Background: an optimization exercise with open tools, aiming at small area, a short achievable clock period and few clock cycles. Do not read the settings as production practice.

== job 5699 ==
==> flow/design.v <==
module fondant_dec (
    input  wire        clk,
    input  wire        rst,
    input  wire        start,
    output wire        start_ready,
    input  wire [4:0]  s_depth,        
    input  wire [4:0]  s_k,            
    input  wire [3:0]  s_rows_m1,
    input  wire [5:0]  s_cols_m1,
    input  wire [15:0] s_len,          
    input  wire        in_valid,
    output wire        in_ready,
    input  wire [31:0] in_data,
    output reg         pix_valid,
    output reg  [15:0] pix_y,
    output reg         done
);
    localparam [1:0] S_IDLE  = 2'd0,
                     S_DIV   = 2'd1,
                     S_RUN   = 2'd2,
                     S_DRAIN = 2'd3;
    reg [1:0] state;
    reg       start_ready_r;
    reg       in_ready_r;
    assign start_ready = start_ready_r;
    assign in_ready    = in_ready_r;
    wire take_start = start & start_ready_r;
    reg [4:0]  b_r;
    reg [4:0]  k_r;
    reg [3:0]  rows_m1_r;
    reg [5:0]  cols_m1_r;
    reg [15:0] wrem;              
    wire [5:0] w6 = {k_r, 1'b1};
    wire [2:0] kbl = k_r[4] ? 3'd5 : k_r[3] ? 3'd4 : k_r[2] ? 3'd3 :
                     k_r[1] ? 3'd2 : k_r[0] ? 3'd1 : 3'd0;
    wire [4:0] bb_c = b_r - {2'b00, kbl};
    reg [4:0]  bb;                
    reg [4:0]  bsh;               
    reg [5:0]  flen_esc;          
    reg [15:0] rcap;              
    integer    ci;
    always @* begin
        for (ci = 0; ci < 16; ci = ci + 1)
            rcap[ci] = (ci + 1 >= bb);
    end
    reg [5:0]  dr;                
    reg [15:0] q;                 
    reg [3:0]  dcnt;
    wire       d_bit1 = ~((dcnt == 4'd0) & b_r[0]);
    wire [6:0] d_t1   = {dr, d_bit1};
    wire       d_q1   = (d_t1 >= {1'b0, w6});
    wire [5:0] d_r1   = d_q1 ? (d_t1[5:0] - w6) : d_t1[5:0];
    wire [6:0] d_t2   = {d_r1, 1'b1};
    wire       d_q2   = (d_t2 >= {1'b0, w6});
    wire [5:0] d_r2   = d_q2 ? (d_t2[5:0] - w6) : d_t2[5:0];
    wire [3:0] d_n    = b_r[4:1] + {3'd0, b_r[0]};      
    wire       d_last = (dcnt + 4'd1 == d_n);
    wire [16:0] a0_sum = {1'b0, q} + 17'd33;
    wire [20:0] a0     = (a0_sum[16:6] < 11'd2) ? 21'd2 : {10'd0, a0_sum[16:6]};
    reg [31:0] q0, q1, q2, q3;
    reg        v0, v1, v2, v3;
    reg [31:0] win;               
    reg        wv;
    reg [4:0]  pos;               
    reg [20:0] acc;               
    reg [4:0]  ncnt;              
    reg        first;
    reg [3:0]  pi;                
    reg [5:0]  pj;                
    reg        pv;
    reg [15:0] pm;
    reg        pfirst, prow0, pcol0, plast;
    reg [5:0]  pcol;
    reg [15:0] rc;
    reg [3:0]  rpar;
    reg [21:0] a_hz;              
    reg [20:0] a_lz;              
    reg [4:0]  a_mid;
    integer    si;
    always @* begin
        a_hz[21] = 1'b1;
        for (si = 20; si >= 0; si = si - 1)
            a_hz[si] = a_hz[si + 1] & ~acc[si];
        a_lz[0] = 1'b1;
        for (si = 1; si < 21; si = si + 1)
            a_lz[si] = a_lz[si - 1] & ~acc[si - 1];
        for (si = 0; si < 16; si = si + 1) begin
            a_mid  = acc[si +: 5];
            rc[si] = (a_hz[si + 5] & ((a_mid < ncnt) | ((a_mid == ncnt) & a_lz[si]))) | rcap[si];
        end
        rpar = 4'd15;
        for (si = 15; si >= 0; si = si - 1)
            if (rc[si]) rpar = si[3:0];
    end
    wire [14:0] rmask = ~rc[14:0];
    reg [4:0] u;
    integer   ui;
    always @* begin
        u = 5'd16;
        for (ui = 15; ui >= 0; ui = ui - 1)
            if (!win[31 - ui]) u = ui[4:0];
    end
    wire esc = u[4];
    wire [31:0] pre_u  = win >> (~u[3:0]);
    wire [46:0] fld_r  = {15'd0, pre_u} << rpar;
    wire [15:0] low_r  = fld_r[31:16] & {1'b0, rmask};
    wire [18:0] u_sh   = {15'd0, u[3:0]} << rpar;
    wire [15:0] m_reg  = u_sh[15:0] | low_r;
    wire [15:0] fsrc   = first ? win[31:16] : win[15:0];
    wire [15:0] fld_b  = fsrc >> bsh;
    wire [15:0] mv     = (first | esc) ? fld_b : m_reg;
    wire [5:0]  flen   = first ? {1'b0, bb} :
                         esc   ? flen_esc :
                                 ({2'b00, rpar} + {1'b0, u} + 6'd1);
    wire [20:0] xsum   = acc + {5'd0, mv};
    wire        halve  = (ncnt == 5'd31);
    wire [20:0] a_nx   = first ? a0 : (halve ? {1'b0, xsum[20:1]} : xsum);
    wire [4:0]  n_nx   = first ? 5'd1 : (halve ? 5'd16 : ncnt + 5'd1);
    reg  [5:0] sc;                
    wire       ctake = pv & (pfirst | (pcol == sc));
    wire       pfree = ~pv | ctake;
    wire       dec   = (state == S_RUN) & wv & pfree;
    wire       p_last = (pi == rows_m1_r) & (pj == cols_m1_r);
    wire [5:0] pn    = {1'b0, pos} + (dec ? flen : 6'd0);
    wire       pop   = pn[5];
    wire [95:0] qcat = {q0, q1, q2};
    wire [95:0] qsh  = qcat << pn;
    wire [31:0] win_nx = qsh[95:64];
    wire wr_hi0 = (wrem[15:2] == 14'd0);
    wire wr_is0 = wr_hi0 & (wrem[1:0] == 2'd0);
    wire wr_is1 = wr_hi0 & (wrem[1:0] == 2'd1);
    wire wr_is2 = wr_hi0 & (wrem[1:0] == 2'd2);
    wire allin  = wr_is0;
    wire ok0 = v0 | (allin & ~(v0 | v1 | v2 | v3));
    wire ok1 = v1 | (allin & ~(v1 | v2 | v3));
    wire ok2 = v2 | (allin & ~(v2 | v3));
    wire need0 = ~pn[5];
    wire need2 = pn[5] & (pn[4:0] != 5'd0);
    wire need1 = (pn != 6'd0);
    wire wv_nx = (~need0 | ok0) & (~need1 | ok1) & (~need2 | ok2);
    wire mv0 = ~v0 | pop;
    wire mv1 = ~v1 | mv0;
    wire mv2 = ~v2 | mv1;
    wire mv3 = ~v3 | mv2;
    wire acc_w = in_valid & in_ready_r;
    reg  acc_d;
    wire v0n = mv0 ? v1 : v0;
    wire v1n = mv1 ? v2 : v1;
    wire v2n = mv2 ? v3 : v2;
    wire v3n = in_ready_r ? in_valid : (mv3 ? 1'b0 : v3);
    wire        wl_more  = ~((in_ready_r & acc_d) ? wr_is2 :
                             (in_ready_r | acc_d) ? wr_is1 : wr_is0);
    wire [2:0]  vsum     = {2'b00, v0} + {2'b00, v1} + {2'b00, v2} + {2'b00, v3} + {2'b00, in_ready_r};
    wire        q_full   = vsum[2];
    reg [15:0] ring [0:63];
    reg [15:0] cr;                
    reg [15:0] dreg;              
    wire [15:0] lc = cr;
    wire [15:0] uc = ring[63];
    wire [15:0] dc = dreg;
    reg         ud_ge, ud_le;
    reg  [17:0] umd;
    wire [17:0] umd_nx = {2'b00, ring[62]} - {2'b00, ring[63]};
    wire [16:0] d_lu   = {1'b0, lc} - {1'b0, uc};
    wire [16:0] d_ld   = {1'b0, lc} - {1'b0, dc};
    wire        l_ge_u = ~d_lu[16];
    wire        l_le_u = d_lu[16] | (lc == uc);
    wire        l_ge_d = ~d_ld[16];
    wire        l_le_d = d_ld[16] | (lc == dc);
    wire        p_min  = l_le_d & ud_ge;       
    wire        p_max  = l_ge_d & ud_le;       
    wire [17:0] grad   = {2'b00, lc} + umd;
    reg  [17:0] pred;
    always @* begin
        if (prow0)
            pred = {2'b00, lc};
        else if (pcol0)
            pred = {2'b00, uc};
        else if (p_min)
            pred = l_le_u ? {2'b00, lc} : {2'b00, uc};
        else if (p_max)
            pred = l_ge_u ? {2'b00, lc} : {2'b00, uc};
        else
            pred = grad;
    end
    wire [17:0] e18  = {18{pm[0]}} ^ {3'b000, pm[15:1]};
    wire [17:0] ep   = e18 + {2'b00, q} + 18'd1;
    wire [17:0] em   = e18 + {2'b11, ~q};
    wire [17:0] ea   = pm[0] ? ep : e18;
    wire [17:0] eb   = pm[0] ? e18 : em;
    wire [17:0] s1   = pred + ea;
    wire [17:0] s2   = pred + eb;
    wire [15:0] code = pfirst ? pm : (s2[17] ? s1[15:0] : s2[15:0]);
    reg yv, ylast;
    wire [21:0] yraw = cr * w6 + {17'd0, k_r};
    wire [21:0] hmask = ~((22'd1 << b_r) - 22'd1);
    wire        yover = |(yraw & hmask);
    wire [15:0] maxv  = (17'd1 << b_r) - 17'd1;
    always @(posedge clk) begin
        if (rst) begin
            state         <= S_IDLE;
            start_ready_r <= 1'b1;
            in_ready_r    <= 1'b0;
            v0 <= 1'b0; v1 <= 1'b0; v2 <= 1'b0; v3 <= 1'b0;
            wv            <= 1'b0;
            pv            <= 1'b0;
            yv            <= 1'b0;
            pix_valid     <= 1'b0;
            done          <= 1'b0;
            acc_d         <= 1'b0;
        end else begin
            pix_valid <= yv;
            acc_d     <= acc_w & (state != S_IDLE);
            done      <= yv & ylast;
            yv        <= ctake;
            if (dec)
                pv <= 1'b1;
            else if (ctake)
                pv <= 1'b0;
            case (state)
                S_IDLE: begin
                    v0 <= 1'b0; v1 <= 1'b0; v2 <= 1'b0; v3 <= 1'b0;
                    wv <= 1'b0;
                    if (take_start) begin
                        state         <= S_DIV;
                        start_ready_r <= 1'b0;
                        in_ready_r    <= 1'b1;
                    end
                end
                default: begin
                    v0 <= v0n; v1 <= v1n; v2 <= v2n; v3 <= v3n;
                    wv <= wv_nx;
                    in_ready_r <= ~q_full & wl_more;
                    if (state == S_DIV && d_last)
                        state <= S_RUN;
                    if (dec && p_last)
                        state <= S_DRAIN;
                    if (state == S_DRAIN && !pv && !ctake) begin
                        state         <= S_IDLE;
                        start_ready_r <= 1'b1;
                    end
                end
            endcase
        end
    end
    always @(posedge clk) begin
        if (state == S_IDLE) begin
            b_r       <= s_depth;
            k_r       <= s_k;
            rows_m1_r <= s_rows_m1;
            cols_m1_r <= s_cols_m1;
            wrem      <= s_len;
        end else if (acc_d) begin
            wrem      <= wrem - 16'd1;
        end
        if (state == S_IDLE) begin
            dr   <= 6'd0;
            q    <= 16'd0;
            dcnt <= 4'd0;
        end else if (state == S_DIV) begin
            if (dcnt == 4'd0) begin
                bb       <= bb_c;
                bsh      <= 5'd16 - bb_c;
                flen_esc <= {1'b0, bb_c} + 6'd16;
            end
            dr   <= d_r2;
            q    <= {q[13:0], d_q1, d_q2};
            dcnt <= dcnt + 4'd1;
        end
        if (mv0) q0 <= q1;
        if (mv1) q1 <= q2;
        if (mv2) q2 <= q3;
        if (mv3) q3 <= in_data;
        win <= win_nx;
        pos <= (state == S_IDLE) ? 5'd0 : pn[4:0];
        if (state == S_IDLE) begin
            first <= 1'b1;
            pi    <= 4'd0;
            pj    <= 6'd0;
        end else if (dec) begin
            first <= 1'b0;
            acc   <= a_nx;
            ncnt  <= n_nx;
            if (pj == cols_m1_r) begin
                pj <= 6'd0;
                pi <= pi + 4'd1;
            end else begin
                pj <= pj + 6'd1;
            end
        end
        if (dec) begin
            pm     <= mv;
            pfirst <= first;
            prow0  <= (pi == 4'd0);
            pcol0  <= (pj == 6'd0);
            plast  <= p_last;
            pcol   <= pj;
        end
        begin : ring_shift
            integer ri;
            for (ri = 63; ri > 0; ri = ri - 1)
                ring[ri] <= ring[ri - 1];
            ring[0] <= ctake ? code : ring[63];
        end
        sc <= (ctake & pfirst) ? 6'd1 : sc + 6'd1;
        if (ctake) begin
            ud_ge <= umd_nx[17] | (ring[62] == ring[63]);
            ud_le <= ~umd_nx[17];
            umd   <= umd_nx;
            cr    <= code;
            dreg  <= uc;
            ylast <= plast;
        end
        pix_y <= yover ? maxv : yraw[15:0];
    end
endmodule
Settings: LEC_CHECK=0, ABC_AREA=1, CAP_MARGIN=20, CORE_MARGIN=2, CORE_UTILIZATION=65, PLACE_DENSITY=0.75, SLEW_MARGIN=20; clock period 36.0 ns.
standard.sh (not shown) runs the stock make flow with config.mk's settings and CLKGATE_MAP_FILE= SYNTH_SCRIPT=/design/flow/synth_recipe.tcl, a recipe that flattens the netlist after the stock synthesis.
==> flow/flow/run.sh <==
#!/bin/bash
# The standard layout, with a stronger buffer (buf_4) on every input and
# output port than the default choice. Each step's output goes to its own
# log under orfs/logs; make's own output goes to make.log here.
set -euo pipefail
export BUFFER_PORTS_ARGS="-buffer_cell sky130_fd_sc_hd__buf_4"
bash standard.sh > make.log 2>&1
What job 7028 does differently from job 5699 at the input level:
-- flow/design.v --
<<< job 5699, line 36
    wire [4:0] bb_c = b_r - {2'b00, kbl};
    reg [4:0]  bb;                
    reg [4:0]  bsh;               
    reg [5:0]  flen_esc;          
    reg [15:0] rcap;              
    integer    ci;
>>> job 7028, line 36
    wire [4:0] bb_c = b_r - {2'b00, kbl};
    reg [4:0]  bb;                
    wire [4:0] bsh      = 5'd16 - bb;              
    wire [5:0] flen_esc = {1'b0, bb} + 6'd16;      
    reg [15:0] rcap;              
    integer    ci;
<<< job 5699, line 89
            rc[si] = (a_hz[si + 5] & ((a_mid < ncnt) | ((a_mid == ncnt) & a_lz[si]))) | rcap[si];
        end
        rpar = 4'd15;
        for (si = 15; si >= 0; si = si - 1)
            if (rc[si]) rpar = si[3:0];
    end
    wire [14:0] rmask = ~rc[14:0];
    reg [4:0] u;
    integer   ui;
>>> job 7028, line 89
            rc[si] = (a_hz[si + 5] & ((a_mid < ncnt) | ((a_mid == ncnt) & a_lz[si]))) | rcap[si];
        end
    end
    wire [14:0] rmask = ~rc[14:0];
    wire [14:0] rt    = rmask;
    always @* begin
        rpar[3] = rt[7];
        rpar[2] = (rt[3] & ~rt[7]) | rt[11];
        rpar[1] = (rt[1] & ~rt[3]) | (rt[5] & ~rt[7]) | (rt[9] & ~rt[11]) | rt[13];
        rpar[0] = (rt[0] & ~rt[1]) | (rt[2] & ~rt[3]) | (rt[4] & ~rt[5]) | (rt[6] & ~rt[7]) |
                  (rt[8] & ~rt[9]) | (rt[10] & ~rt[11]) | (rt[12] & ~rt[13]) | rt[14];
    end
    reg [4:0] u;
    integer   ui;
<<< job 5699, line 185
    end
    wire [17:0] e18  = {18{pm[0]}} ^ {3'b000, pm[15:1]};
    wire [17:0] ep   = e18 + {2'b00, q} + 18'd1;
    wire [17:0] em   = e18 + {2'b11, ~q};
    wire [17:0] ea   = pm[0] ? ep : e18;
    wire [17:0] eb   = pm[0] ? e18 : em;
    wire [17:0] s1   = pred + ea;
    wire [17:0] s2   = pred + eb;
    wire [15:0] code = pfirst ? pm : (s2[17] ? s1[15:0] : s2[15:0]);
    reg yv, ylast;
    wire [21:0] yraw = cr * w6 + {17'd0, k_r};
>>> job 7028, line 190
    end
    wire [17:0] e18  = {18{pm[0]}} ^ {3'b000, pm[15:1]};
    wire [17:0] ec   = e18 + (pm[0] ? {2'b00, q} : {2'b11, ~q}) + {17'd0, pm[0]};
    wire [17:0] s1   = pred + e18;
    wire [17:0] s2   = pred + ec;
    wire        use2 = pm[0] ? s1[17] : ~s2[17];
    wire [15:0] code = pfirst ? pm : (use2 ? s2[15:0] : s1[15:0]);
    reg yv, ylast;
    wire [21:0] yraw = cr * w6 + {17'd0, k_r};
<<< job 5699, line 261
            if (dcnt == 4'd0) begin
                bb       <= bb_c;
                bsh      <= 5'd16 - bb_c;
                flen_esc <= {1'b0, bb_c} + 6'd16;
            end
            dr   <= d_r2;
>>> job 7028, line 264
            if (dcnt == 4'd0) begin
                bb       <= bb_c;
            end
            dr   <= d_r2;
Notes after the runs:
- Chip height: job 7028 < job 5699
- | proportion of cell area occupied by registers | job 7028 vs job 5699 | 0.23 points higher |
- Taking job 5699 as the reference point, the clock-buffer cell count of job 7028 rises by about 1.6%.
- The higher non-clock buffer count came out of job 7028.
- In job 7028 relative to job 5699, total met3 wirelength after detailed routing had gone up by a few percent.
- The fraction of the cycle the final worst path needs of job 7028 and that of job 5699 are within noise of each other.
No functional check of the RTL was part of any run of this note.

-- port drivers added, routing unchanged --
Ports are ideal in the flow. The routed layouts listed here were re-timed in OpenROAD. Step 1 (the two cells are an assumption about what drives the block):
set clk [get_ports {clk}]
set_driving_cell -lib_cell sky130_fd_sc_hd__clkbuf_16 $clk
set_driving_cell -lib_cell sky130_fd_sc_hd__buf_2 [delete_from_list [all_inputs] $clk]
Step 2 moves the port delays by t, midway between the first and last clock arrival at a register: inputs arrive t later, outputs are due t later. That takes back most of the time a late clock gives input paths. Three values: ideal, step 1, step 2; two values: the first two.
| run | t, ns | setup WS [ns] | hold WS [ns] | latest minus earliest clock arrival (ns) |
|---|---|---|---|---|
| job 5699 | 0.828 | 27.353 / 27.285 / 27.699 | 0.293 / 0.293 / 0.293 | 0.045 / 0.046 |
| job 7028 | 0.814 | 27.340 / 27.270 / 27.748 | 0.298 / 0.298 / 0.298 | 0.051 / 0.051 |
After both steps setup and hold are still met in every run listed.
